From an optimization exercise on the open Yosys and OpenROAD flow, aimed at small area and a short achievable clock period; shortcuts taken in it are not production practice. RTL that was checked went through simulation tests only; none was proved equivalent to the original.

==> branch yarrow <==
## tim_domains
module tim_domains (
    input  wire        clk,
    input  wire        rst,             
    input  wire        cmd_valid,
    input  wire [2:0]  cmd_op,
    input  wire        cmd_dom,
    input  wire [77:0] cmd_data,
    input  wire        rd_dom,
    output wire [47:0] rd_sec,
    output wire [29:0] rd_ns,
    output wire [31:0] rd_frac,
    output wire [31:0] rd_rate,
    output wire        rd_valid,
    output wire        rd_holdover,
    output wire        rd_slewing,
    output wire [23:0] rd_slew_left,    
    output wire [31:0] rd_steps,
    output wire [31:0] rd_jumps_refused,
    output wire [31:0] rd_hold_refused
);
    localparam [2:0] OP_RATE   = 3'd0;
    localparam [2:0] OP_ADJ    = 3'd1;
    localparam [2:0] OP_SET    = 3'd2;
    localparam [2:0] OP_RESUME = 3'd3;
    localparam [2:0] OP_FORCE  = 3'd4;
    localparam [2:0] OP_THRESH = 3'd5;
    localparam [2:0] OP_SLEW   = 3'd6;
    localparam [31:0] RATE_MIN    = -32'sd8589935;
    localparam [30:0] RATE_MIN_LO = RATE_MIN[30:0];
    wire [47:0] sec   [0:1];
    wire [29:0] ns    [0:1];
    wire [31:0] frac  [0:1];
    wire [24:0] rate  [0:1];
    wire        valid [0:1];
    wire        hold  [0:1];
    wire [61:0] slew  [0:1];
    wire [31:0] steps [0:1];
    wire [31:0] jref  [0:1];
    wire [31:0] href  [0:1];
    wire [26:0] thr   [0:1];
    wire        pset  [0:1];
    wire [77:0] pdata [0:1];
    wire [61:0] slewa [0:1];
    wire        lnz   [0:1];
    wire [1:0]  ae    [0:1];
    wire [31:0] pr    [0:1];
    wire [23:0] sceil [0:1];
    wire        snz   [0:1];
    wire        w_time, w_load, w_pstep, w_slew, w_rate, w_valid, w_hold, w_pend;
    wire        w_thr, w_sstep, w_steps, w_jref, w_href;
    wire [47:0] x_sec;
    wire [29:0] x_ns;
    wire        x_slew_zero;
    wire [29:0] x_slew_hi;
    wire        x_valid;
    wire [24:0] x_rate;
    wire        x_hold;
    wire [26:0] x_thr;
    wire [22:0] x_sstep;
    wire [31:0] x_cnt_a, x_cnt_b;
    genvar d;
    generate
        for (d = 0; d < 2; d = d + 1) begin : dom
            wire hit = cmd_valid && (cmd_dom == d);
            tim_domain u_dom (
                .clk           (clk),
                .rst           (rst),
                .w_time        (rst || (hit && w_time)),
                .x_sec         (x_sec),
                .x_ns          (x_ns),
  ...
export LEC_CHECK = 0
export CAP_MARGIN = 20
export CORE_MARGIN = 2
export CORE_UTILIZATION = 40
export SLEW_MARGIN = 20
create_clock -name core_clock -period 45.0 [get_ports {clk}]
standard.sh (not shown) runs the stock make flow with config.mk's settings and CLKGATE_MAP_FILE= SYNTH_SCRIPT=/design/flow/synth_recipe.tcl, a recipe that flattens the netlist after the stock synthesis.
==> flow/flow/run.sh <==
#!/bin/bash
# The standard layout (standard.sh, all steps, its own synthesis), with
# two changes:
# - the buffer that ORFS puts on every input and output port is a plain
#   sky130_fd_sc_hd__buf_2 rather than the cell buffer_ports picks by itself
#   (a clkdlybuf4s50_1 delay buffer, 0.5 ns on every port);
# - ORFS's timing repair aims for SETUP_SLACK_MARGIN ns of setup slack on
#   the worst path (TNS_END_PERCENT 0: the worst path only), so that it also
#   shortens the paths that set the achieved period.
# The clock, its period and all constraints are the standard flow's, unchanged. make's
# output goes to standard.log, each tool's to orfs/logs/.
set -euo pipefail
bash standard.sh "BUFFER_PORTS_ARGS=-buffer_cell sky130_fd_sc_hd__buf_2" \
    SETUP_SLACK_MARGIN=26 TNS_END_PERCENT=0 finish > standard.log 2>&1
==> inputs of branch nickel, as changes to branch yarrow <==
--- a/flow/design.v
+++ b/flow/design.v
@@ -20,17 +20,16 @@
     input  wire [77:0] x_pend_data,
     input  wire        w_thr,
     input  wire [26:0] x_thr,
     input  wire        w_sstep,
     input  wire [22:0] x_sstep,
     input  wire        w_steps,
     input  wire        w_href,
-    input  wire [31:0] x_cnt_a,       
     input  wire        w_jref,
-    input  wire [31:0] x_cnt_b,       
+    input  wire [31:0] x_cnt,
     output reg  [47:0] sec,
     output reg  [29:0] ns,
     output reg  [31:0] frac,
     output reg  [24:0] rate,          
     output reg         valid,
     output reg         hold,
     output reg  [61:0] slew,
@@ -95,19 +94,24 @@
         cy2 = wrap;
         for (i2 = 0; i2 < 48; i2 = i2 + 1) begin
             sec_up[i2] = sec[i2] ^ cy2;
             cy2        = cy2 & sec[i2];
         end
     end
     wire [29:0] adv_ns = wrap ? {28'd0, ns_lo[1:0]} : {ns_up, ns_lo[1:0]};
-    wire        p2_nb;                                    
-    td_add #(.W(32), .ARCH(1)) u_p2 (.a(f[31:0]), .b(~slew_a[31:0]), .ci(1'b1), .s(p2_frac), .co(p2_nb));
-    wire        bl    = !sl_lt && (slew[31:24] == 8'd0) && !sl_ge;
+    wire [33:0] g_x = {2'b00, frac};
+    wire [33:0] g_y = {{9{rate[24]}}, rate};
+    wire [33:0] g_z = ~{2'b00, slew[31:0]};
+    wire [33:0] g_s = g_x ^ g_y ^ g_z;
+    wire [33:0] g_c = {(g_x[32:0] & g_y[32:0]) | (g_x[32:0] & g_z[32:0]) | (g_y[32:0] & g_z[32:0]), 1'b1};
+    wire [33:0] g;
+    td_add #(.W(34), .ARCH(1)) u_g (.a(g_s), .b(g_c), .ci(1'b0), .s(g), .co());
+    assign p2_frac = g[31:0];
     wire [31:0] nh    = ~{2'b00, slew[61:32]};
-    wire [2:0]  r_add = 3'd3 + {f[33], f[33:32]} + {2'd0, bl} - {2'd0, !p2_nb};
+    wire [2:0]  r_add = 3'd3 + {g[33], g[33:32]};
     wire [3:0]  r_lo  = {1'b0, nh[2:0]} + {1'b0, r_add};
     reg  [28:0] nh_up;
     reg         cy3;
     integer     i3;
     always @* begin
         cy3 = 1'b1;
         for (i3 = 0; i3 < 29; i3 = i3 + 1) begin
@@ -138,17 +142,17 @@
         end
         frac        <= w_load ? 32'd0 : w_pstep ? p2_frac : adv_frac;
         slew[61:32] <= w_slew ? x_slew_hi : slew_a[61:32];
         slew[31:0]  <= w_slew_lo0 ? 32'd0 : slew_a[31:0];
         if (w_rate)  rate          <= x_rate;
         if (w_valid) valid         <= x_valid;
         if (w_hold)  hold          <= x_hold;
-        if (w_steps) steps         <= x_cnt_a;
-        if (w_href)  hold_refused  <= x_cnt_a;
-        if (w_jref)  jumps_refused <= x_cnt_b;
+        if (w_steps) steps         <= x_cnt;
+        if (w_href)  hold_refused  <= x_cnt;
+        if (w_jref)  jumps_refused <= x_cnt;
         if (w_thr)   thr125        <= x_thr;
         if (w_sstep) sstep         <= x_sstep;
     end
     always @(posedge clk) begin
         if (w_pend && !rst) begin
             pend_set  <= x_pend_set;
             pend_data <= x_pend_data;
@@ -263,15 +267,15 @@
     wire        x_slew_zero;
     wire [29:0] x_slew_hi;
     wire        x_valid;
     wire [24:0] x_rate;
     wire        x_hold;
     wire [26:0] x_thr;
     wire [22:0] x_sstep;
-    wire [31:0] x_cnt_a, x_cnt_b;
+    wire [31:0] x_cnt;
     genvar d;
     generate
         for (d = 0; d < 2; d = d + 1) begin : dom
             wire hit = cmd_valid && (cmd_dom == d);
             tim_domain u_dom (
                 .clk           (clk),
                 .rst           (rst),
@@ -294,17 +298,16 @@
                 .x_pend_data   (cmd_data),
                 .w_thr         (rst || (hit && w_thr)),
                 .x_thr         (x_thr),
                 .w_sstep       (rst || (hit && w_sstep)),
                 .x_sstep       (x_sstep),
                 .w_steps       (rst || (hit && w_steps)),
                 .w_href        (rst || (hit && w_href)),
-                .x_cnt_a       (x_cnt_a),
                 .w_jref        (rst || (hit && w_jref)),
-                .x_cnt_b       (x_cnt_b),
+                .x_cnt         (x_cnt),
                 .sec           (sec[d]),
                 .ns            (ns[d]),
                 .frac          (frac[d]),
                 .rate          (rate[d]),
                 .valid         (valid[d]),
                 .hold          (hold[d]),
                 .slew          (slew[d]),
@@ -483,22 +486,19 @@
     wire [11:0] ppm_in  = cmd_data[11:0];
     wire [9:0]  ppm_eff = (ppm_in == 12'd0) ? 10'd1 : (ppm_in > 12'd1000) ? 10'd1000 : ppm_in[9:0];
     assign w_sstep = is_slew;
     wire [22:0] sstep_in = ppm_eff * 23'd4295;
     assign x_sstep = ({23{!rst}} & sstep_in) | ({23{rst}} & 23'd859000);           
     wire inc_href  = hold_c && (is_rate || (is_jump && valid_c));
     wire inc_steps = load0 || forcing || (jump_ok && stepcase);
-    wire [31:0] cnt_a = (hold_c && !is_force) ? href[c] : steps[c];
-    wire [31:0] cnt_b = jref[c];
-    wire [31:0] inc_a, inc_b;
-    wire        full_a, full_b;
-    td_add #(.W(32), .ARCH(1)) u_cnta (.a(cnt_a), .b(32'd0), .ci(1'b1), .s(inc_a), .co(full_a));
-    td_add #(.W(32), .ARCH(1)) u_cntb (.a(cnt_b), .b(32'd0), .ci(1'b1), .s(inc_b), .co(full_b));
-    assign x_cnt_a = {32{!rst}} & (full_a ? cnt_a : inc_a);
-    assign x_cnt_b = {32{!rst}} & (full_b ? cnt_b : inc_b);
+    wire [31:0] cnt = jump_ref ? jref[c] : (hold_c && !is_force) ? href[c] : steps[c];
+    wire [31:0] cnt_inc;
+    wire        cnt_full;
+    td_add #(.W(32), .ARCH(1)) u_cnt (.a(cnt), .b(32'd0), .ci(1'b1), .s(cnt_inc), .co(cnt_full));
+    assign x_cnt   = {32{!rst}} & (cnt_full ? cnt : cnt_inc);      
     assign w_steps = inc_steps;
     assign w_jref  = jump_ref;
     assign w_href  = inc_href;
     assign rd_sec           = sec[rd_dom];
     assign rd_ns            = ns[rd_dom];
     assign rd_frac          = frac[rd_dom];
     assign rd_rate          = {{7{rate[rd_dom][24]}}, rate[rd_dom]};
==> flow/run.sh (new file) <==
#!/bin/bash
# synth_recipe.tcl (not shown) runs the flow's synth.tcl, then flattens the netlist and writes it again
# the make line also repeats each setting of config.mk as NAME=value (left out here)
make -C /OpenROAD-flow-scripts/flow DESIGN_CONFIG=/design/flow/config.mk WORK_HOME=/design/flow/orfs CLKGATE_MAP_FILE= SYNTH_SCRIPT=/design/flow/synth_recipe.tcl finish
Settings changed: CAP_MARGIN 20 to 40, CORE_UTILIZATION 40 to 45, SLEW_MARGIN 20 to 60.
removed: flow/flow/run.sh
removed: flow/standard.sh
==> summary.txt <==
Outcome
  • Status: complete, no violations

Detailed routing
  • Routed wl met3: 15.0 mm

Synth
  • Synth Instances: 7145
  • Simple-gate share of the synthesized area: 0.118
  • Syn avg cell area: 9.92 um2
  • Netlist cell types: 113
  • Adder-cell area share of the yosys netlist: 0.260

Worst hold path
  • Hold Path Origin: dom[1].u_dom.sec[47]

Floorplanning
  • Die Y: 425 um
  • DIE AREA: 181000 um2

Final layout
  • Multi-input gate area: 45600 um2
  • Core Util, Final: 0.457

GRT
  • Routing usage on met1: 0.328

Worst setup path
  • CP top delay family: buffers and inverters

Placement
  • HPWL Detailed: 178 mm

Timing
  • Max Clock Skew: 23.7 ps
That was branch yarrow.
==> summary.txt <==
Synth
  • Adder-cell area share of the yosys netlist: 0.271
  • Netlist cell types: 94
  • Simple-gate share of the synthesized area: 0.112
  • Syn avg cell area: 9.83 um2

Final layout
  • Core Util, Final: 0.520
  • Clk tree area frac: 0.0423

Floorplanning
  • DIE AREA: 163000 um2
  • Die Y: 404 um

Worst hold path
  • Hold Path Origin: dom[0].u_dom.slew[0]

Detailed routing
  • Routed wl met3: 18.4 mm
  • DRT met1 WL: 101 mm

GRT
  • Global routing's busiest layer: met2

Placement
  • HPWL Detailed: 183 mm

Timing
  • Max Clock Skew: 134 ps

Outcome
  • Status: complete, no violations

Worst setup path
  • CP top delay family: compound AO/OA/AOI/OAI gates
That was branch nickel.
For branch nickel, only the layout was checked, not whether the RTL still works.

[static timing again, ports no longer ideal]
How much do the figures lean on ideal ports? The routed layouts below were timed once more, with nothing changed but the port constraints. Step 1 assumes that a clkbuf_16 drives the clock port and a buf_2 every other input. Step 2 adds t to the input delays and takes it off the output delays; t is the mean of the earliest and latest rising clock arrival at the registers after step 1. Input paths then give back, and output paths get back, about the clock's delay inside the block. Slacks: ideal ports / drivers / drivers and shift; pairs: ideal ports / drivers.
run	t (ns)	slack for setup (ns)	worst setup path after step 2	worst register clock-pin slew, ns	worst slew at a driven data input, ns
branch yarrow	0.813	25.827 / 25.508 / 25.369	input to register	0.07 / 0.07	0.39
branch nickel	0.824	22.750 / 22.715 / 21.892	input to register	0.07 / 0.07	0.19
After both steps setup and hold are still met in every run listed. The setup slack of branch nickel, which loses most, moves by -0.035 ns with the drivers and by -0.858 ns with both steps.
